Context: an optimization exercise on an open-source flow, tuned for small area, a short achievable clock period and few clock cycles per item. The choices shown serve that exercise and are no tape-out recipe.
The RTL was checked by simulation tests, not by an equivalence proof against the original design.

==> flow/design.v, too long to show whole: its modules and the start of the top module <==
// module fpu_round: 49 lines
// module fpu_unpack: 23 lines
// module fma_core: 132 lines
// module mul24_cs: 1077 lines
// module add_cmp78: 36 lines
// module lzc78: 38 lines
// module tzc78: 37 lines
// module tangram_fma: 85 lines
module tangram_fma (
    input  wire        clk,
    input  wire        rst,         
    input  wire        in_valid,
    output reg         in_ready,
    input  wire [31:0] in_a,
    input  wire [31:0] in_b,
    input  wire [31:0] in_c,
    input  wire [1:0]  in_frm,      
    input  wire        in_ftz,
    output reg         out_valid,
    input  wire        out_ready,
    output reg  [31:0] out_result,
    output reg  [3:0]  out_flags    
);
  // ...
==> flow/flow/run.sh <==
#!/bin/bash
# The standard layout, with plain buffers (not delay cells) on the ports and
# timing repair aiming 25.5 ns above the clock's slack.
bash standard.sh "BUFFER_PORTS_ARGS=-buffer_cell sky130_fd_sc_hd__buf_2" SETUP_SLACK_MARGIN=25.5 finish > standard_flow.log 2>&1
==> flow/standard.sh <==
#!/bin/bash
# synth_recipe.tcl (not shown) runs the flow's synth.tcl, then flattens the netlist and writes it again
# the make line also repeats each setting of config.mk as NAME=value (left out here)
make -C /OpenROAD-flow-scripts/flow DESIGN_CONFIG=/design/flow/config.mk WORK_HOME=/design/flow/orfs CLKGATE_MAP_FILE= SYNTH_SCRIPT=/design/flow/synth_recipe.tcl "${@:-finish}"
==> flow/config.mk <==
export PLATFORM = sky130hd
export DESIGN_NAME = tangram_fma
export DESIGN_NICKNAME = tangram_fma
export VERILOG_FILES = /design/flow/design.v
export SDC_FILE = /design/flow/constraint.sdc
export NUM_CORES = 4
export LEC_CHECK = 0
export CAP_MARGIN = 20
export CORE_MARGIN = 2
export CORE_UTILIZATION = 40
export SLEW_MARGIN = 20
==> flow/constraint.sdc <==
create_clock -name core_clock -period 33.0 [get_ports {clk}]
set_input_delay 6.6000 -clock core_clock [delete_from_list [all_inputs] [get_ports {clk}]]
set_output_delay 6.6000 -clock core_clock [all_outputs]
set_load 0.01 [all_outputs]
==> flow_summary.ini, run 1 <==
[hold_path]
whs_path_depth = 0
worstHoldEndpoint = u_fma.spec3
hold_class = register to register

[logic_synthesis]
yosys.area_share.adder_pct = 18.0
synth.yosys.seq_area_share_pct = 30.6
synth_largest_area_cell = sky130_fd_sc_hd__dfxtp_1
yosysWarnings = 8
synthMuxAreaShare_pct = 7.04
post_synth_instance_area_mm2 = 0.0487
netlist.area_leader.share_pct = 17.3

[layout]
multi_input_area_share_pct = 57.9
seq_share_pct = 27.8
largest_register_ffs = 180
nonClockBufferCount = 239

[setup_path]
worst-path-stages = 1
timing.critical_path.buf_inv = 1
crit_chain = buf_2
cp_slowest_stage_delay_ns = 0.42
worst_ep_required_time_ns = 26.40
cp_slowest_cell = sky130_fd_sc_hd__edfxtp_1

[placement]
numPortBuffers = 140

[grt]
groute.usage.overall_pct = 26.1
busiest_grt_layer = met2
grt_first_pass_wirelength_mm = 250
globalRouteMet3Util_pct = 4.59
grt_start_max_net_pins = 74

[floorplan]
floorplan.rows = 127
initial_util_pct = 40.5

[status]
status = no timing/DRC/antenna violations

[clocking]
clock_tree.root_cell = sky130_fd_sc_hd__clkbuf_16
postCtsSetupBuffers = 3
post_cts.resized_instances = 30

[drt]
viasPerCell = 5.90
top_layer = met5
detail_route.drc_violations = 0

[timing]
period_needed_ns = 7.87
finalHoldWorstSlack_ns = 0.321
Testbench counts, summed over its fixed seeds: cycles 16,040, items 16,000.
==> run 2: changes to the inputs <==
--- a/flow/config.mk
+++ b/flow/config.mk
@@ -9,3 +9,5 @@
 export CORE_MARGIN = 2
 export CORE_UTILIZATION = 40
+export CTS_CLUSTER_DIAMETER = 120
+export CTS_CLUSTER_SIZE = 25
 export SLEW_MARGIN = 20
==> flow_summary.ini, run 2 <==
[timing]
finalSetupViolCount = 0
tns_ns = 0
remaining_max_slew_budget_at_the_tightest_pin_pct = 22.5
final_hold_viol_count = 0
slew_violations = 0
period_needed_ns = 7.86
max_fclk_ghz = 0.127
post-route-period-util_pct = 23.8
timing.clock.skew_ns = 0.0422
grt_setup_unrepaired = yes
worst_slew_pin_slew_ns = 1.16

[setup_path]
type_of_origin_of_the_critical_path = register
cp-startpoint = out_result[23]
cp_slowest_stage_delay_ns = 0.44
critPathMaxFanout = 1
rr_worst_depth = 27
crit-reg2reg-launch = u_fma.sh1[2]
worstSetupPathType = register to output port
timing.critical_path.to = out_result[23]
worst-path-stages = 1
timing.reg2reg.setup_slack_ns = 25.86
timing.rr.end = u_fma.m2[45]
worst_path_dominant_cell_family = flip-flops
crit_path_end_kind = output port
worst_ep_required_time_ns = 26.40
timing.critical_path.arrival_ns = 1.26
crit_chain = buf_2
timing.critical_path.buf_inv = 1
cp_slowest_cell = sky130_fd_sc_hd__edfxtp_1

[logic_synthesis]
synth_largest_area_cell = sky130_fd_sc_hd__dfxtp_1
synth_compound_area_share_pct = 17.4
most_used_flip_flop_cell_after_synthesis = sky130_fd_sc_hd__dfxtp_1
syn_area_per_cell_um2 = 9.57
synthMuxAreaShare_pct = 7.04
yosysWarnings = 8
yosys.area_share.adder_pct = 18.0
synth_cells = 5085
combinational_family_with_the_most_area_after_synthesis = adder cells
postSynthNetCount = 5688
ys_async_sr_fraction_pct = 0
yosys.area_share.xor_xnor_pct = 8.71
synth_simple_gate_area_share_pct = 12.0
yosys-top-cells-area = sky130_fd_sc_hd__dfxtp_1 (17%), sky130_fd_sc_hd__fa_1 (14%), sky130_fd_sc_hd__edfxtp_1 (13%)
synth-edff-count = 216
synth.yosys.seq_area_share_pct = 30.6
netlist.area_leader.share_pct = 17.3
post_synth_instance_area_mm2 = 0.0487
ys_seq_elements = 637
post-synth-top-count-cell = sky130_fd_sc_hd__inv_1
netlist_top_cells_count = sky130_fd_sc_hd__inv_1 (425), sky130_fd_sc_hd__dfxtp_1 (421), sky130_fd_sc_hd__fa_1 (331), sky130_fd_sc_hd__xnor2_1 (324), sky130_fd_sc_hd__nor2_1 (321)
synth.distinct_cells = 115

[floorplan]
die_area_mm2 = 0.124
dieHeight_um = 353
core_ar_mm2 = 0.120
die_width_um = 353
floorplan.rows = 127
boundaryPins = 141
initial_util_pct = 40.5

[grt]
grt_first_pass_wirelength_mm = 248
globalRoute.totalOverflow = 0
groute.usage.overall_pct = 25.8
grt_start_max_net_pins = 74
grt_pass1_vias = 38600
antenna_found_initial = 6

[drt]
drt_iter0_markers = 3896
route.vias.total = 39500
route.detailed.wl_per_inst_um = 24.9
detail_route.drc_violations = 0
totalWireLength_mm = 166
firstDrtPassIters = 6
viasPerCell = 5.92
drtAntennaViolNets = 0

[placement]
place.gp.congestion = 0.986
dp_hpwl_mm = 121
numPortBuffers = 140
post_dp_cell_area_mm2 = 0.0509

[clocking]
cts_inserted_buffers = 37
tritoncts = yes
clkSlewWorstSetupHoldPaths_ns = 0.10
cts_num_sinks = 637
clock_tree.root_cell = sky130_fd_sc_hd__clkbuf_16
clkLatencyLatePin_ns = 0.67
postCtsHoldBufs = 0
clock_tree.buffer_depth = 3
htreeDepth = 2

[job]
cap_violations = 0

[layout]
design_area_mm2 = 0.0525
areaGrowthSynthToFinish_pct = 7.85
layout_commonest_cell = sky130_fd_sc_hd__inv_1
drive_gt1_share_pct = 11.0
layout_common_cells = sky130_fd_sc_hd__inv_1 (424), sky130_fd_sc_hd__dfxtp_1 (405), sky130_fd_sc_hd__fa_1 (329), sky130_fd_sc_hd__xnor2_1 (321), sky130_fd_sc_hd__nor2_1 (316)
nNetsFinal = 5626
largest_register_ffs = 180
biggest_registers_after_layout = q (180), u_fma.m2 (78), u_fma.ps1 (49)
regMostFlops = q
final_core_utilization_pct = 43.6

[status]
status = no timing/DRC/antenna violations

[hold_path]
hold_class = register to register
==> run 2: cell counts after synthesis <==
Identical to the previous run, type by type.
==> run 2: kinds of logic (layout without fill, tap and decap cells) <==
family | after synthesis | after routing
adder cells (fa/ha/maj) | 503 | 503
other | 0 | 3
buffers and inverters | 771 | 735
flip-flops | 637 | 637
multiplexers | 284 | 284
AO/OA/AOI/OAI | 1229 | 1229
XOR/XNOR | 484 | 484
AND/OR/NAND/NOR | 1177 | 1177
==> run 2: final cells by class <==
cell class	instances	area, um^2
fillers	11700	67800
clock buffers	49	981
diodes	3	7.51
repair buffers	238	1490
flip-flops and latches	637	14900
multi-input cells	3677	31100
clock inverters	16	294
inverters	432	1630
well taps	1612	2020
==> run 2: metrics by stage <==
stage | setup slack, ns | hold slack, ns | std cells
6_report | 25.14 | 0.322 | 6664
4_1_cts | 25.08 | 0.310 | 6660
5_1_grt | 25.11 | 0.324 | 6661
3_3_place_gp | 24.41 | 0.313 | 6592
3_5_place_dp | 24.41 | 0.312 | 6592
2_1_floorplan | 25.07 | 0.310 | 5085
==> run 2: per-layer routing <==
metal	vias up	share of wire [%]	track usage, %	wire (um)
met5	-	0.012	0	20
met3	398	7.8	4.47	13000
met2	1866	45	40.8	75200
met1	19400	43	35.2	71100
li1	17800	-	-	-
met4	4	4.1	9.91	6760
==> run 2: how the worst min path moves through the flow <==
stage               cells after the start            to  slack, ns         start
finish                                  0   u_fma.spec3       0.32   u_fma.spec2
global route                            0   u_fma.spec3       0.32   u_fma.spec2
CTS                                     0   u_fma.spec3       0.31   u_fma.spec2
detailed placement                      0  u_fma.rm2[0]       0.31  u_fma.rm1[0]
global placement                        0   u_fma.sinf2       0.31   u_fma.sinf1
floorplan                               0    u_fma.ftz2       0.31    u_fma.ftz1
==> run 2: what timing repair did <==
item,in CTS,in global routing
resized for setup,28,24
endpoints found under the setup margin,119,139
setup buffers,3,1
==> module fma_core, before the edit <==
module fma_core (
    input  wire        clk,
    input  wire [31:0] a,
    input  wire [31:0] b,
    input  wire [31:0] c,
    input  wire [1:0]  rm,
    input  wire        ftz,
    output reg  [31:0] result,
    output reg  [3:0]  flags        
);
    wire       sa, sb, sc, za, zb, zc, ia, ib, ic, na, nb, nc, sna, snb, snc;
    wire [7:0] ea, eb, ec;
    wire [23:0] ma, mb, mc0;
    fpu_unpack ua (.x(a), .ftz(ftz), .sign(sa), .exp(ea), .sig(ma), .is_zero(za),
                   .is_inf(ia), .is_nan(na), .is_snan(sna));
    fpu_unpack ub (.x(b), .ftz(ftz), .sign(sb), .exp(eb), .sig(mb), .is_zero(zb),
                   .is_inf(ib), .is_nan(nb), .is_snan(snb));
    fpu_unpack uc (.x(c), .ftz(ftz), .sign(sc), .exp(ec), .sig(mc0), .is_zero(zc),
                   .is_inf(ic), .is_nan(nc), .is_snan(snc));
    wire sp   = sa ^ sb;
    wire zp   = za || zb;
    wire pinf = ia || ib;
    wire        fl = ftz && (a[30:23] == 8'd0 || b[30:23] == 8'd0);
    wire [48:0] ps, pc;      
    mul24_cs u_mul (.a(ma), .b(mb & {24{!fl}}), .s(ps), .c(pc));
    wire [23:0] mc = zc ? 24'd0 : mc0;
    wire        e0a = (a[30:23] == 8'd0), e0b = (b[30:23] == 8'd0), e0c = (c[30:23] == 8'd0);
    wire signed [10:0] shf = $signed({3'd0, a[30:23]}) + $signed({3'd0, b[30:23]})
                           - $signed({3'd0, c[30:23]}) - 11'sd100
                           + $signed({10'd0, e0a}) + $signed({10'd0, e0b}) - $signed({10'd0, e0c});
    wire        c_high = zp || shf[10];
    wire [6:0]  sh = c_high ? 7'd0 : ((shf > 11'sd127) ? 7'd127 : shf[6:0]);
    wire        eff_sub = sp ^ sc;
    wire [38:0] c_lo = {mc ^ {24{eff_sub}}, {15{eff_sub}}};
    wire [38:0] c_l0 = sh[0] ? {eff_sub, c_lo[38:1]}      : c_lo;
    wire [38:0] c_l1 = sh[1] ? {{2{eff_sub}}, c_l0[38:2]} : c_l0;
    wire [38:0] c_l2 = sh[2] ? {{4{eff_sub}}, c_l1[38:4]} : c_l1;
    wire [38:0] c_l3 = sh[3] ? {{8{eff_sub}}, c_l2[38:8]} : c_l2;
    reg         c_st;
    integer     t;
    always @* begin
        c_st = 1'b0;
        for (t = 0; t < 24; t = t + 1)
            if (sh > 7'd53 + t) c_st = c_st | mc[t];
    end
    wire [8:0]  lexp = c_high ? {1'b0, ec} : ({1'b0, ea} + {1'b0, eb} - 9'd100);
    wire any_nan = na || nb || nc;
    wire inv     = (pinf && zp) || sna || snb || snc || (!any_nan && pinf && ic && (sc != sp));
    wire s_nan   = (pinf && zp) || any_nan || (pinf && ic && (sc != sp));
    wire s_inf   = pinf || ic;
    wire s_zero  = zp && zc;
    wire s_sgn   = pinf ? sp : ic ? sc : (sp == sc) ? sp : (rm == 2'd2);
    reg [48:0] ps1, pc1;
    reg [38:0] cl1;
    reg [2:0]  sh1;
    reg [8:0]  l1;
    reg        cst1, sub1, sp1, sc1, ftz1, spec1, snan1, sinf1, nv1, ssg1;
    reg [1:0]  rm1;
    always @(posedge clk) begin
        ps1 <= ps; pc1 <= pc; cl1 <= c_l3; sh1 <= sh[6:4]; cst1 <= c_st;
        l1 <= lexp;
        sub1 <= eff_sub; sp1 <= sp; sc1 <= sc; ftz1 <= ftz; rm1 <= rm;
        spec1 <= s_nan || s_inf || s_zero;
        snan1 <= s_nan; sinf1 <= s_inf; nv1 <= inv; ssg1 <= s_sgn;
    end
    wire [76:0] c_m0 = {cl1, {38{sub1}}};
    wire [76:0] c_m1 = sh1[0] ? {{16{sub1}}, c_m0[76:16]} : c_m0;
    wire [76:0] c_m2 = sh1[1] ? {{32{sub1}}, c_m1[76:32]} : c_m1;
    wire [76:0] c_m3 = sh1[2] ? {{64{sub1}}, c_m2[76:64]} : c_m2;
    wire [77:0] cop  = {sub1, c_m3[76:1], sub1 ? (c_m3[0] & !cst1) : (c_m3[0] | cst1)};
    wire [26:0] cop_hi = cop[77:51] - 27'd1;
    wire [51:0] pw0 = {ps1, 3'd0};
    wire [51:0] pw1 = {pc1, 3'd0};
    wire [51:0] cq  = {cop_hi[0], cop[50:0]};
    wire [77:0] xs  = {cop_hi[26:1], pw0 ^ pw1 ^ cq};
    wire [52:0] xc  = {((pw0 & pw1) | (pw0 & cq) | (pw1 & cq)), 1'b0};
    wire [77:0] s0, s1;
    add_cmp78 u_add (.x(xs), .y(xc), .s0(s0), .s1(s1));
    wire        neg = sub1 && s1[77];
    wire [77:0] mag = !sub1 ? s0 : neg ? ~s0 : s1;
    wire        sgn = neg ? sc1 : sp1;
    reg [77:0] m2;
    reg [8:0]  l2;
    reg        s2, ftz2, spec2, snan2, sinf2, nv2, ssg2;
    reg [1:0]  rm2;
    always @(posedge clk) begin
        m2 <= mag; l2 <= l1; s2 <= sgn; ftz2 <= ftz1; rm2 <= rm1;
        spec2 <= spec1; snan2 <= snan1; sinf2 <= sinf1; nv2 <= nv1; ssg2 <= ssg1;
    end
    wire [6:0]  lz, tz;
    lzc78 u_lzc (.x(m2), .n(lz));
    tzc78 u_tzc (.x(m2), .n(tz));
    wire        mz  = (lz == 7'd78);
    wire        clampd = ({2'd0, lz} > l2);
    wire [6:0]  s   = clampd ? l2[6:0] : lz;
    wire [77:0] h6 = s[6] ? {m2[13:0], 64'd0} : m2;
    wire [77:0] h5 = s[5] ? {h6[45:0], 32'd0} : h6;
    wire [77:0] h4 = s[4] ? {h5[61:0], 16'd0} : h5;
    wire [77:0] h3 = s[3] ? {h4[69:0], 8'd0}  : h4;
    wire [77:0] h2 = s[2] ? {h3[73:0], 4'd0}  : h3;
    wire [77:0] h1 = s[1] ? {h2[75:0], 2'd0}  : h2;
    wire [77:0] h0 = s[0] ? {h1[76:0], 1'd0}  : h1;
    wire [7:0]  lo  = {1'b0, tz} + {1'b0, s};
    wire        st1 = (lo <= 8'd52);
    wire        st0 = (lo <= 8'd51);
    wire [8:0]  lmz  = l2 - {2'd0, lz};
    wire [8:0]  ebm1 = clampd ? 9'd0 : lmz;
    reg [25:0] n3;
    reg        st0_3, st1_3, s3, ftz3, spec3, snan3, sinf3, nv3, ssg3, mz3;
    reg [8:0]  e3;
    reg [1:0]  rm3;
    always @(posedge clk) begin
        n3 <= h0[77:52]; st0_3 <= st0; st1_3 <= st1;
        e3 <= ebm1; s3 <= s2; ftz3 <= ftz2; rm3 <= rm2; mz3 <= mz;
        spec3 <= spec2; snan3 <= snan2; sinf3 <= sinf2; nv3 <= nv2; ssg3 <= ssg2;
    end
    wire [31:0] r_round;
    wire [3:0]  f_round;
    fpu_round u_round (.sign(s3), .ebm1(e3), .n(n3), .st1(st1_3), .st0(st0_3),
                       .rm(rm3), .ftz(ftz3), .result(r_round), .flags(f_round));
    always @* begin
        result = r_round;
        flags  = f_round;
        if (spec3) begin
            result = snan3 ? 32'h7FC0_0000 : sinf3 ? {ssg3, 31'h7F80_0000} : {ssg3, 31'd0};
            flags  = {nv3, 3'd0};
        end else if (mz3) begin
            result = {rm3 == 2'd2, 31'd0};
            flags  = 4'd0;
        end
    end
endmodule
==> module tangram_fma, before the edit <==
module tangram_fma (
    input  wire        clk,
    input  wire        rst,         
    input  wire        in_valid,
    output reg         in_ready,
    input  wire [31:0] in_a,
    input  wire [31:0] in_b,
    input  wire [31:0] in_c,
    input  wire [1:0]  in_frm,      
    input  wire        in_ftz,
    output reg         out_valid,
    input  wire        out_ready,
    output reg  [31:0] out_result,
    output reg  [3:0]  out_flags    
);
    localparam integer LAT = 4;             
    localparam integer QN  = LAT + 1;       
    reg        v_in;
    reg [31:0] a_r, b_r, c_r;
    reg [1:0]  rm_r;
    reg        ftz_r;
    wire       acc = in_valid && in_ready;
    always @(posedge clk) begin
        v_in  <= !rst && acc;
        a_r   <= in_a;
        b_r   <= in_b;
        c_r   <= in_c;
        rm_r  <= in_frm;
        ftz_r <= in_ftz;
    end
    wire [31:0] res;
    wire [3:0]  flg;
    fma_core u_fma (.clk(clk), .a(a_r), .b(b_r), .c(c_r), .rm(rm_r), .ftz(ftz_r),
                    .result(res), .flags(flg));
    reg [LAT-2:0] v_pipe;
    always @(posedge clk)
        if (rst) v_pipe <= {(LAT-1){1'b0}};
        else     v_pipe <= {v_pipe[LAT-3:0], v_in};
    wire pv = v_pipe[LAT-2];      
    reg [35:0] q [0:QN-1];
    reg [2:0]  rp, wp;
    reg        q_empty;
    wire [2:0] rp_n = (rp == QN-1) ? 3'd0 : rp + 3'd1;
    wire [2:0] wp_n = (wp == QN-1) ? 3'd0 : wp + 3'd1;
    wire       push_f = pv && !q_empty;
    wire       push_h = pv;
    wire       pop_f  = !q_empty;
    always @(posedge clk) begin
        if (pv) q[wp] <= {res, flg};
        if (!out_valid || out_ready)
            {out_result, out_flags} <= !q_empty ? q[rp] : {res, flg};
    end
    always @(posedge clk) begin
        if (rst) begin
            out_valid <= 1'b0;
            rp <= 3'd0; wp <= 3'd0; q_empty <= 1'b1;
        end else if (!out_valid || out_ready) begin
            out_valid <= !q_empty || pv;
            if (pop_f)  rp <= rp_n;
            if (push_f) wp <= wp_n;
            q_empty <= push_f ? 1'b0 : pop_f ? (rp_n == wp) : q_empty;
        end else begin
            if (push_h) wp <= wp_n;
            q_empty <= q_empty && !push_h;
        end
    end
    reg  [3:0] nout;
    wire       take = out_valid && out_ready;
    wire [3:0] n_up = nout + 4'd1;
    wire [3:0] n_dn = nout - 4'd1;
    wire       r_up = (nout <= QN - 1);
    wire       r_eq = (nout <= QN);
    wire       r_dn = (nout <= QN + 1);
    always @(posedge clk)
        if (rst) begin
            nout     <= 4'd0;
            in_ready <= 1'b1;
        end else begin
            case ({acc, take})
                2'b10:   begin nout <= n_up; in_ready <= r_up; end
                2'b01:   begin nout <= n_dn; in_ready <= r_dn; end
                default: begin nout <= nout; in_ready <= r_eq; end
            endcase
        end
endmodule
==> run 3: changes to the inputs <==
--- a/flow/design.v
+++ b/flow/design.v
@@ -73,4 +73,5 @@
 module fma_core (
     input  wire        clk,
+    input  wire        en,           
     input  wire [31:0] a,
     input  wire [31:0] b,
@@ -129,5 +130,5 @@
     reg        cst1, sub1, sp1, sc1, ftz1, spec1, snan1, sinf1, nv1, ssg1;
     reg [1:0]  rm1;
-    always @(posedge clk) begin
+    always @(posedge clk) if (en) begin
         ps1 <= ps; pc1 <= pc; cl1 <= c_l3; sh1 <= sh[6:4]; cst1 <= c_st;
         l1 <= lexp;
@@ -156,5 +157,5 @@
     reg        s2, ftz2, spec2, snan2, sinf2, nv2, ssg2;
     reg [1:0]  rm2;
-    always @(posedge clk) begin
+    always @(posedge clk) if (en) begin
         m2 <= mag; l2 <= l1; s2 <= sgn; ftz2 <= ftz1; rm2 <= rm1;
         spec2 <= spec1; snan2 <= snan1; sinf2 <= sinf1; nv2 <= nv1; ssg2 <= ssg1;
@@ -182,5 +183,5 @@
     reg [8:0]  e3;
     reg [1:0]  rm3;
-    always @(posedge clk) begin
+    always @(posedge clk) if (en) begin
         n3 <= h0[77:52]; st0_3 <= st0; st1_3 <= st1;
         e3 <= ebm1; s3 <= s2; ftz3 <= ftz2; rm3 <= rm2; mz3 <= mz;
@@ -1406,72 +1407,56 @@
     output reg  [3:0]  out_flags    
 );
-    localparam integer LAT = 4;             
-    localparam integer QN  = LAT + 1;       
+    localparam integer LAT = 4;     
+    reg        k_v;                 
+    reg [35:0] k_d;
+    wire       en  = !k_v;          
+    wire       acc = in_valid && in_ready;
     reg        v_in;
     reg [31:0] a_r, b_r, c_r;
     reg [1:0]  rm_r;
     reg        ftz_r;
-    wire       acc = in_valid && in_ready;
     always @(posedge clk) begin
-        v_in  <= !rst && acc;
-        a_r   <= in_a;
-        b_r   <= in_b;
-        c_r   <= in_c;
-        rm_r  <= in_frm;
-        ftz_r <= in_ftz;
+        if (rst)     v_in <= 1'b0;
+        else if (en) v_in <= acc;
+        if (en) begin
+            a_r   <= in_a;
+            b_r   <= in_b;
+            c_r   <= in_c;
+            rm_r  <= in_frm;
+            ftz_r <= in_ftz;
+        end
     end
     wire [31:0] res;
     wire [3:0]  flg;
-    fma_core u_fma (.clk(clk), .a(a_r), .b(b_r), .c(c_r), .rm(rm_r), .ftz(ftz_r),
+    fma_core u_fma (.clk(clk), .en(en), .a(a_r), .b(b_r), .c(c_r), .rm(rm_r), .ftz(ftz_r),
                     .result(res), .flags(flg));
     reg [LAT-2:0] v_pipe;
     always @(posedge clk)
-        if (rst) v_pipe <= {(LAT-1){1'b0}};
-        else     v_pipe <= {v_pipe[LAT-3:0], v_in};
+        if (rst)     v_pipe <= {(LAT-1){1'b0}};
+        else if (en) v_pipe <= {v_pipe[LAT-3:0], v_in};
     wire pv = v_pipe[LAT-2];      
-    reg [35:0] q [0:QN-1];
-    reg [2:0]  rp, wp;
-    reg        q_empty;
-    wire [2:0] rp_n = (rp == QN-1) ? 3'd0 : rp + 3'd1;
-    wire [2:0] wp_n = (wp == QN-1) ? 3'd0 : wp + 3'd1;
-    wire       push_f = pv && !q_empty;
-    wire       push_h = pv;
-    wire       pop_f  = !q_empty;
-    always @(posedge clk) begin
-        if (pv) q[wp] <= {res, flg};
-        if (!out_valid || out_ready)
-            {out_result, out_flags} <= !q_empty ? q[rp] : {res, flg};
-    end
+    wire o_free = !out_valid || out_ready;
     always @(posedge clk) begin
         if (rst) begin
             out_valid <= 1'b0;
-            rp <= 3'd0; wp <= 3'd0; q_empty <= 1'b1;
-        end else if (!out_valid || out_ready) begin
-            out_valid <= !q_empty || pv;
-            if (pop_f)  rp <= rp_n;
-            if (push_f) wp <= wp_n;
-            q_empty <= push_f ? 1'b0 : pop_f ? (rp_n == wp) : q_empty;
+            k_v       <= 1'b0;
+            in_ready  <= 1'b1;
         end else begin
-            if (push_h) wp <= wp_n;
-            q_empty <= q_empty && !push_h;
+            if (o_free)
+                out_valid <= k_v || pv;
+            if (k_v) begin
+                if (o_free) begin
+                    k_v      <= 1'b0;
+                    in_ready <= 1'b1;
+                end
+            end else if (!o_free && pv) begin
+                k_v      <= 1'b1;
+                in_ready <= 1'b0;
+            end
         end
+        if (o_free)
+            {out_result, out_flags} <= k_v ? k_d : {res, flg};
+        if (!k_v)
+            k_d <= {res, flg};
     end
-    reg  [3:0] nout;
-    wire       take = out_valid && out_ready;
-    wire [3:0] n_up = nout + 4'd1;
-    wire [3:0] n_dn = nout - 4'd1;
-    wire       r_up = (nout <= QN - 1);
-    wire       r_eq = (nout <= QN);
-    wire       r_dn = (nout <= QN + 1);
-    always @(posedge clk)
-        if (rst) begin
-            nout     <= 4'd0;
-            in_ready <= 1'b1;
-        end else begin
-            case ({acc, take})
-                2'b10:   begin nout <= n_up; in_ready <= r_up; end
-                2'b01:   begin nout <= n_dn; in_ready <= r_dn; end
-                default: begin nout <= nout; in_ready <= r_eq; end
-            endcase
-        end
 endmodule
==> flow_summary.ini, run 3 <==
[timing]
post-route-period-util_pct = 23.6
final_hold_viol_count = 0
tns_ns = 0
slew_violations = 0
worst_slew_pin_slew_ns = 1.22
grt_setup_unrepaired = yes
remaining_max_slew_budget_at_the_tightest_pin_pct = 19.0
timing.clock.skew_ns = 0.0416
period_needed_ns = 7.79
max_fclk_ghz = 0.128
finalSetupViolCount = 0

[setup_path]
cp_slowest_cell = sky130_fd_sc_hd__edfxtp_1
critPathMaxFanout = 1
timing.rr.end = u_fma.n3[21]
crit_chain = buf_2
timing.reg2reg.setup_slack_ns = 25.68
worst_ep_required_time_ns = 26.40
crit_path_end_kind = output port
cp_slowest_stage_delay_ns = 0.39
worst_path_dominant_cell_family = flip-flops
crit-reg2reg-launch = u_fma.m2[52]
timing.critical_path.buf_inv = 1
type_of_origin_of_the_critical_path = register
worstSetupPathType = register to output port
rr_worst_depth = 21
timing.critical_path.arrival_ns = 1.19

[drt]
drt_iter0_markers = 4189
drtAntennaViolNets = 0
detail_route.drc_violations = 0
route.detailed.wl_per_inst_um = 25.5
route.vias.total = 38900
totalWireLength_mm = 163
viasPerCell = 6.10
firstDrtPassIters = 6

[placement]
dp_hpwl_mm = 120
numPortBuffers = 140
post_dp_cell_area_mm2 = 0.0489
place.gp.congestion = 0.972

[logic_synthesis]
most_used_flip_flop_cell_after_synthesis = sky130_fd_sc_hd__edfxtp_1
post-synth-top-count-cell = sky130_fd_sc_hd__edfxtp_1
yosysWarnings = 8
synth_largest_area_cell = sky130_fd_sc_hd__edfxtp_1
netlist_top_cells_count = sky130_fd_sc_hd__edfxtp_1 (437), sky130_fd_sc_hd__inv_1 (414), sky130_fd_sc_hd__xnor2_1 (374), sky130_fd_sc_hd__fa_1 (330), sky130_fd_sc_hd__nor2_1 (302)
synth-edff-count = 437
netlist.area_leader.share_pct = 28.0
synth.yosys.seq_area_share_pct = 29.8
syn_area_per_cell_um2 = 9.62
synth_cells = 4873
ys_seq_elements = 480
ys_async_sr_fraction_pct = 0
post_synth_instance_area_mm2 = 0.0469
synth.distinct_cells = 118
postSynthNetCount = 5468
yosys-top-cells-area = sky130_fd_sc_hd__edfxtp_1 (28%), sky130_fd_sc_hd__fa_1 (14%), sky130_fd_sc_hd__xnor2_1 (7.0%)

[layout]
drive_gt1_share_pct = 10.2
area_occupied_by_multi_input_gates_mm2 = 0.0303
design_area_mm2 = 0.0503
largest_register_ffs = 78
layout_commonest_cell = sky130_fd_sc_hd__edfxtp_1
nNetsFinal = 5420
regArea_mm2 = 0.0140
regMostFlops = u_fma.m2
biggest_registers_after_layout = u_fma.m2 (78), u_fma.ps1 (49), u_fma.pc1 (47)
areaGrowthSynthToFinish_pct = 7.36
layout_common_cells = sky130_fd_sc_hd__edfxtp_1 (437), sky130_fd_sc_hd__inv_1 (411), sky130_fd_sc_hd__xnor2_1 (373), sky130_fd_sc_hd__fa_1 (329), sky130_fd_sc_hd__nor2_1 (298)
fill_cells = 11200

[clocking]
tritoncts = yes
htreeDepth = 1
postCtsHoldBufs = 0
clock_tree.buffer_depth = 3
clock_tree.root_cell = sky130_fd_sc_hd__clkbuf_16
clkLatencyLatePin_ns = 0.65
cts_inserted_buffers = 27
cts_num_sinks = 480
clkSlewWorstSetupHoldPaths_ns = 0.11

[hold_path]
worstHoldStart = u_fma.rm1[1]
worstHoldEndpoint = u_fma.rm2[1]
whs_path_depth = 0
hold_class = register to register

[floorplan]
dieHeight_um = 346
initial_util_pct = 40.3
die_width_um = 346
core_ar_mm2 = 0.116
boundaryPins = 141
floorplan.rows = 125
die_area_mm2 = 0.120

[grt]
grt_pass1_vias = 37900
antenna_found_initial = 1
groute.usage.overall_pct = 26.4
globalRoute.totalOverflow = 0
grt_start_max_net_pins = 154
grt_first_pass_wirelength_mm = 244

[job]
cap_violations = 0

[status]
status = no timing/DRC/antenna violations
[run 3: metal layers]
layer | vias up | global-route usage, % | wire, um
met3 | 461 | 4.07 | 12700
met2 | 1985 | 41.3 | 72400
met1 | 19000 | 36.0 | 68400
met5 | - | 0 | 0
li1 | 17500 | - | -
met4 | 0 | 12.3 | 9060
[run 3: layout make-up]
class / count / area share, %
tap: 1524 / 3.79
antenna: 2 / 0.00995
inverter: 429 / 3.25
sequential: 480 / 27.8
timing repair buffer: 259 / 3.32
clock inverter: 12 / 0.301
multi-input combinational: 3628 / 60.1
clock buffer: 34 / 1.40
[run 3: cells by family (layout without fill, tap and decap cells)]
logic type / Yosys count / after routing / share of synthesized area (%)
AND/OR/NAND/NOR: 1211 / 1212 / 13.1
AO/OA/AOI/OAI: 1186 / 1186 / 17.5
buffers and inverters: 766 / 734 / 6.47
adder cells (fa/ha/maj): 492 / 492 / 18.4
flip-flops: 480 / 480 / 29.8
XOR/XNOR: 457 / 457 / 8.54
multiplexers: 281 / 281 / 6.14
other: 0 / 2 / 0
[run 3: how the worst max path moves through the flow]
| stage | start | cells after the start | end | slack (ns) |
|---|---|---|---|---|
| floorplan | out_ready | 1 | out_flags[0] | 25.70 |
| global placement | u_fma.sh1[0] | 23 | u_fma.m2[18] | 24.42 |
| detailed placement | u_fma.sh1[0] | 23 | u_fma.m2[24] | 24.19 |
| CTS | out_result[28] | 1 | out_result[28] | 25.18 |
| global route | out_result[28] | 1 | out_result[28] | 25.17 |
| finish | out_result[28] | 1 | out_result[28] | 25.21 |
[run 3: per-stage QoR]
stage | cells | util [%] | hold WS (ns) | worst slack [ns]
5_1_grt | 6366 | 43.3 | 0.435 | 25.17
6_report | 6368 | 43.3 | 0.419 | 25.21
3_5_place_dp | 6298 | 42.1 | 0.405 | 24.19
3_3_place_gp | 6298 | 42.1 | 0.402 | 24.42
4_1_cts | 6351 | 43.1 | 0.422 | 25.18
2_1_floorplan | 4873 | - | 0.400 | 25.70
[run 3: what timing repair did]
item / 4_1_cts / 5_1_grt
gates cloned: 1 / 0
pin swaps: 2 / 5
gates resized for setup: 44 / 35
setup buffers: 6 / 15
setup endpoints to repair: 144 / 144
Testbench counts of run 3, summed over its fixed seeds: cycles 16,040, items 16,000.
==> run 4: changes to the inputs <==
--- a/flow/config.mk
+++ b/flow/config.mk
@@ -6,8 +6,9 @@
 export NUM_CORES = 4
 export LEC_CHECK = 0
-export CAP_MARGIN = 20
+export ABC_AREA = 1
+export CAP_MARGIN = 10
 export CORE_MARGIN = 2
 export CORE_UTILIZATION = 40
 export CTS_CLUSTER_DIAMETER = 120
 export CTS_CLUSTER_SIZE = 25
-export SLEW_MARGIN = 20
+export SLEW_MARGIN = 10
==> flow_summary.ini, run 4 <==
[status]
status = no timing/DRC/antenna violations

[timing]
grt_setup_unrepaired = yes
slew_violations = 0
remaining_max_slew_budget_at_the_tightest_pin_pct = 20.0
worst_slew_pin_slew_ns = 1.20
finalSetupViolCount = 0
final_hold_viol_count = 0
tns_ns = 0
post-route-period-util_pct = 23.6
period_needed_ns = 7.79
timing.clock.skew_ns = 0.0415
max_fclk_ghz = 0.128

[logic_synthesis]
syn_area_per_cell_um2 = 8.04
synth.distinct_cells = 63
synth-edff-count = 437
netlist_top_cells_count = sky130_fd_sc_hd__nand2_1 (1,152), sky130_fd_sc_hd__inv_1 (737), sky130_fd_sc_hd__nand3_1 (583), sky130_fd_sc_hd__edfxtp_1 (437), sky130_fd_sc_hd__nor2_1 (376)
yosys-top-cells-area = sky130_fd_sc_hd__edfxtp_1 (28%), sky130_fd_sc_hd__fa_1 (14%), sky130_fd_sc_hd__nand2_1 (9.3%)
post-synth-top-count-cell = sky130_fd_sc_hd__nand2_1
ys_seq_elements = 480
synth_largest_area_cell = sky130_fd_sc_hd__edfxtp_1
post_synth_instance_area_mm2 = 0.0465
postSynthNetCount = 6386
ys_async_sr_fraction_pct = 0
synth.yosys.seq_area_share_pct = 30.0
synth_cells = 5791
netlist.area_leader.share_pct = 28.2
most_used_flip_flop_cell_after_synthesis = sky130_fd_sc_hd__edfxtp_1
yosysWarnings = 8

[clocking]
clock_tree.buffer_depth = 3
clkLatencyLatePin_ns = 0.65
clkSlewWorstSetupHoldPaths_ns = 0.10
cts_num_sinks = 480
clock_tree.root_cell = sky130_fd_sc_hd__clkbuf_16
htreeDepth = 1
tritoncts = yes
cts_inserted_buffers = 29

[setup_path]
worstSetupPathType = register to output port
critPathMaxFanout = 1
worst_path_dominant_cell_family = flip-flops
crit_path_end_kind = output port
timing.critical_path.arrival_ns = 1.19
timing.reg2reg.setup_slack_ns = 25.73
cp_slowest_cell = sky130_fd_sc_hd__edfxtp_1
cp_slowest_stage_delay_ns = 0.41
type_of_origin_of_the_critical_path = register
timing.critical_path.buf_inv = 1
worst_ep_required_time_ns = 26.40
crit_chain = buf_2

[placement]
place.gp.congestion = 0.966
dp_cells = 7245
numPortBuffers = 140
dp_hpwl_mm = 120

[layout]
regMostFlops = u_fma.m2
layout_commonest_cell = sky130_fd_sc_hd__nand2_1
final_cells = 7307
layout_common_cells = sky130_fd_sc_hd__nand2_1 (1,148), sky130_fd_sc_hd__inv_1 (732), sky130_fd_sc_hd__nand3_1 (581), sky130_fd_sc_hd__edfxtp_1 (437), sky130_fd_sc_hd__nor2_1 (368)
nNetsFinal = 6358
largest_register_ffs = 78
fill_cells = 11700
drive_gt1_share_pct = 8.42
areaGrowthSynthToFinish_pct = 6.99
antenna_cells = 0
biggest_registers_after_layout = u_fma.m2 (78), u_fma.ps1 (49), u_fma.pc1 (47)

[grt]
grt_first_pass_wirelength_mm = 236
globalRoute.totalOverflow = 0
antenna_found_initial = 1
groute.usage.overall_pct = 25.4
grt_start_max_net_pins = 141
grt_pass1_vias = 38800

[floorplan]
floorplan.rows = 125
dieHeight_um = 345
initial_util_pct = 40.2
die_width_um = 345
core_ar_mm2 = 0.116
die_area_mm2 = 0.119
boundaryPins = 141

[drt]
route.detailed.wl_per_inst_um = 21.2
route.vias.total = 40000
firstDrtPassIters = 8
drt_iter0_markers = 4216
drtAntennaViolNets = 0
detail_route.drc_violations = 0
viasPerCell = 5.48
totalWireLength_mm = 155

[job]
cap_violations = 0

[hold_path]
hold_class = register to register
[run 4: cell types whose count changed in the layout (fill, tap and decap cells not counted), sizes merged, moves of 228 or more]
cell	previous run	this run
inv	434	764
nand3	128	595
xor2	83	334
nand2	283	1179
mux2i	230	2
a22oi	271	3
xnor2	374	107
[run 4: metrics by stage]
step,hold WS [ns],worst slack (ns),instance area [um^2],utilization (%)
detailed placement,0.405,24.82,48600,42.0
floorplan,0.400,25.40,46600,-
finish,0.417,25.21,49800,43.0
global route,0.430,25.15,49800,43.0
CTS,0.424,25.17,49700,42.9
global placement,0.402,25.00,48600,42.0
[run 4: metal layers]
metal | vias to the layer above | share of wire, % | global-route usage, %
met2 | 1625 | 46 | 41.4
met1 | 19000 | 43 | 34.5
met3 | 354 | 6.6 | 2.97
met4 | 0 | 4.6 | 10.2
met5 | - | 0 | 0
li1 | 19100 | - | -
[run 4: layout make-up]
class / instances / area [um^2] / area share (%)
timing repair buffer: 233 / 1430 / 2.86
timing repair inverter: 1 / 7.51 / 0.0151
tap: 1524 / 1910 / 3.83
multi-input combinational: 4240 / 28500 / 57.3
sequential: 480 / 14000 / 28.1
clock buffer: 37 / 777 / 1.56
clock inverter: 14 / 190 / 0.382
inverter: 778 / 2970 / 5.97
[run 4: cell families after synthesis]
| logic type | synth area share, % |
|---|---|
| flops | 30.0 |
| mux | 0.116 |
| compound gates | 11.1 |
| xor+xnor | 8.31 |
| simple gates | 22.9 |
| fa+ha+maj | 18.5 |
| buf+inv | 8.99 |
[run 4: repair_timing]
item | in CTS | in global routing
pin swaps | 0 | 1
resized for setup | 14 | 18
endpoints found under the setup margin | 122 | 165
buffers inserted | 1 | 8
hold buffers | 0 | 0
gates cloned | 1 | 1
[run 4: worst paths after layout]
check	depth (start not counted)	endpoint	from
max	1	out_result[14]	out_result[14]
min	0	u_fma.spec3	u_fma.spec2
max reg2reg	24	u_fma.pc1[25]	a_r[29]
min reg2reg	0	u_fma.spec3	u_fma.spec2
==> run 5: changes to the inputs <==
==> flow/flow/run.sh (replaced) <==
#!/bin/bash
# The standard layout, with plain buffers (not delay cells) on the ports and
# timing repair aiming 25.25 ns above the clock's slack.
bash standard.sh "BUFFER_PORTS_ARGS=-buffer_cell sky130_fd_sc_hd__buf_2" SETUP_SLACK_MARGIN=25.25 finish > standard_flow.log 2>&1
--- a/flow/config.mk
+++ b/flow/config.mk
@@ -6,9 +6,8 @@
 export NUM_CORES = 4
 export LEC_CHECK = 0
-export ABC_AREA = 1
-export CAP_MARGIN = 10
+export CAP_MARGIN = 20
 export CORE_MARGIN = 2
-export CORE_UTILIZATION = 40
+export CORE_UTILIZATION = 55
 export CTS_CLUSTER_DIAMETER = 120
 export CTS_CLUSTER_SIZE = 25
-export SLEW_MARGIN = 10
+export SLEW_MARGIN = 20
==> flow_summary.ini, run 5 <==
[status]
status = no timing/DRC/antenna violations

[logic_synthesis]
post-synth-top-count-cell = sky130_fd_sc_hd__edfxtp_1
yosysWarnings = 8
yosys.area_share.xor_xnor_pct = 8.54
combinational_family_with_the_most_area_after_synthesis = adder cells
post_synth_instance_area_mm2 = 0.0469
synth_simple_gate_area_share_pct = 13.1
netlist_top_cells_count = sky130_fd_sc_hd__edfxtp_1 (437), sky130_fd_sc_hd__inv_1 (414), sky130_fd_sc_hd__xnor2_1 (374), sky130_fd_sc_hd__fa_1 (330), sky130_fd_sc_hd__nor2_1 (302)
synth-edff-count = 437
postSynthNetCount = 5468
synth_cells = 4873
synthMuxAreaShare_pct = 6.14
most_used_flip_flop_cell_after_synthesis = sky130_fd_sc_hd__edfxtp_1
synth.distinct_cells = 118
ys_async_sr_fraction_pct = 0
syn_area_per_cell_um2 = 9.62
synth.yosys.seq_area_share_pct = 29.8
ys_seq_elements = 480
synth_compound_area_share_pct = 17.5
netlist.area_leader.share_pct = 28.0
synth_largest_area_cell = sky130_fd_sc_hd__edfxtp_1
yosys.area_share.adder_pct = 18.4
yosys-top-cells-area = sky130_fd_sc_hd__edfxtp_1 (28%), sky130_fd_sc_hd__fa_1 (14%), sky130_fd_sc_hd__xnor2_1 (7.0%)

[drt]
totalWireLength_mm = 163
route.vias.total = 39200
drtAntennaViolNets = 0
drt_iter0_markers = 4184
firstDrtPassIters = 6
detail_route.drc_violations = 0
route.detailed.wl_per_inst_um = 27.2
viasPerCell = 6.53

[placement]
dp_cells = 5928
post_dp_cell_area_mm2 = 0.0485
place.gp.congestion = 1.02
dp_hpwl_mm = 121
numPortBuffers = 140

[floorplan]
core_ar_mm2 = 0.0847
floorplan.rows = 107
initial_util_pct = 55.3
boundaryPins = 141
die_area_mm2 = 0.0876
die_width_um = 296
dieHeight_um = 296

[layout]
final_cells = 5992
areaGrowthSynthToFinish_pct = 6.48
regMostFlops = u_fma.m2
biggest_registers_after_layout = u_fma.m2 (78), u_fma.ps1 (49), u_fma.pc1 (47)
design_area_mm2 = 0.0499
drive_gt1_share_pct = 10.6
nNetsFinal = 5426
layout_commonest_cell = sky130_fd_sc_hd__edfxtp_1
layout_common_cells = sky130_fd_sc_hd__edfxtp_1 (437), sky130_fd_sc_hd__inv_1 (412), sky130_fd_sc_hd__xnor2_1 (373), sky130_fd_sc_hd__fa_1 (329), sky130_fd_sc_hd__nor2_1 (297)
largest_register_ffs = 78

[timing]
grt_setup_unrepaired = yes
slew_violations = 0
tns_ns = 0
timing.clock.skew_ns = 0.0378
period_needed_ns = 7.78
finalSetupViolCount = 0
max_fclk_ghz = 0.128
remaining_max_slew_budget_at_the_tightest_pin_pct = 24.2
final_hold_viol_count = 0
worst_slew_pin_slew_ns = 1.13
post-route-period-util_pct = 23.6

[setup_path]
worst_path_dominant_cell_family = flip-flops
timing.critical_path.arrival_ns = 1.18
crit_path_end_kind = output port
type_of_origin_of_the_critical_path = register
cp_slowest_cell = sky130_fd_sc_hd__edfxtp_1
crit_chain = buf_2
critPathMaxFanout = 1
worstSetupPathType = register to output port
timing.critical_path.buf_inv = 1
cp_slowest_stage_delay_ns = 0.39
worst_ep_required_time_ns = 26.40

[grt]
grt_first_pass_wirelength_mm = 242
groute.usage.overall_pct = 36.9
grt_pass1_vias = 37900
grt_start_max_net_pins = 138
antenna_found_initial = 4
globalRoute.totalOverflow = 0

[hold_path]
hold_class = register to register

[clocking]
clock_tree.buffer_depth = 3
cts_num_sinks = 480
tritoncts = yes
clkSlewWorstSetupHoldPaths_ns = 0.10
cts_inserted_buffers = 27
clkLatencyLatePin_ns = 0.65
htreeDepth = 1
clock_tree.root_cell = sky130_fd_sc_hd__clkbuf_16

[job]
cap_violations = 0
run 5: cell count changes after synthesis, moves of 49 or more:
cell,before,now
sky130_fd_sc_hd__nand2_1,1152,283
sky130_fd_sc_hd__nand3_1,583,128
sky130_fd_sc_hd__inv_1,737,414
sky130_fd_sc_hd__a22oi_1,3,271
sky130_fd_sc_hd__xnor2_1,106,374
sky130_fd_sc_hd__xor2_1,334,83
sky130_fd_sc_hd__mux2i_1,2,230
sky130_fd_sc_hd__o22ai_1,288,63
sky130_fd_sc_hd__o21ai_0,283,165
sky130_fd_sc_hd__nor2_1,376,302
sky130_fd_sc_hd__a21oi_1,168,236
sky130_fd_sc_hd__or2_2,66,10
sky130_fd_sc_hd__and3_1,2,52
sky130_fd_sc_hd__nor4_1,14,63
run 5: logic make-up after synthesis:
family | count (synthesis)
compound gates | 1186
xor+xnor | 457
fa+ha+maj | 492
buf+inv | 766
flops | 480
mux | 281
simple gates | 1211
run 5: area by class of cell:
class,instances,area [um^2]
clock inverters,11,169
flip-flops and latches,480,14000
inverters,429,1620
clock buffers,34,723
fillers,7425,34800
well taps,1144,1430
repair buffers,264,1710
multi-input cells,3629,30300
diodes,1,2.50
run 5: metal layers:
layer	global-route usage (%)	up-vias	part of all wire, %
li1	-	17500	-
met1	46.1	18900	38
met2	59.9	2189	46
met3	6.59	572	8.4
met4	22.0	4	7.5
met5	0	-	0.020
run 5: what timing repair did:
item	CTS	global route
hold buffers	0	0
endpoints found under the hold margin	0	0
pin swaps	2	6
setup endpoints to repair	143	144
cloned	2	0
gates resized for setup	36	42
buffers inserted	2	14
run 5: worst paths after layout:
check,start,to,slack [ns],cells after the start
worst max-delay path,out_result[9],out_result[9],25.22,1
worst min-delay path,u_fma.ftz2,u_fma.ftz3,0.42,0
worst max register to register,u_fma.m2[41],u_fma.n3[6],25.47,21
worst min register to register,u_fma.ftz2,u_fma.ftz3,0.42,0
run 5: per-stage QoR:
stage	setup WS (ns)	util [%]	hold slack, ns
after detailed placement	24.29	57.3	0.405
after global placement	24.39	57.3	0.401
after global routing	25.16	58.9	0.433
after floorplan	25.47	-	0.400
after CTS	25.19	58.5	0.428
final	25.22	58.9	0.422

re-timing with driven ports:
The flow's constraints put no driver on any port. The routed layouts listed below were extracted and timed again, unchanged, in two steps. Step 1 sets driving cells, clkbuf_16 on the clock port and buf_2 on the other inputs (assumed; they add their load-dependent delay and slew). Step 2 adds t to the input delays and takes it off the output delays; t is the mean of the earliest and latest rising clock arrival at the registers after step 1. Input paths then give back, and output paths get back, about the clock's delay inside the block. Three values: ideal ports, drivers, drivers and shift; two values: the first two.
run	t, ns	setup slack, ns	worst register clock-pin slew, ns
run 1	0.753	25.126 / 25.050 / 24.879	0.07 / 0.07
run 2	0.722	25.140 / 25.063 / 24.883	0.11 / 0.11
run 3	0.710	25.210 / 25.132 / 25.449	0.11 / 0.11
run 4	0.710	25.209 / 25.134 / 25.004	0.11 / 0.11
run 5	0.707	25.215 / 25.142 / 25.172	0.11 / 0.11
After both steps setup and hold are still met in every run listed. For run 2, which loses most, drivers alone change the setup slack by -0.077 ns; drivers and shift together by -0.257 ns.
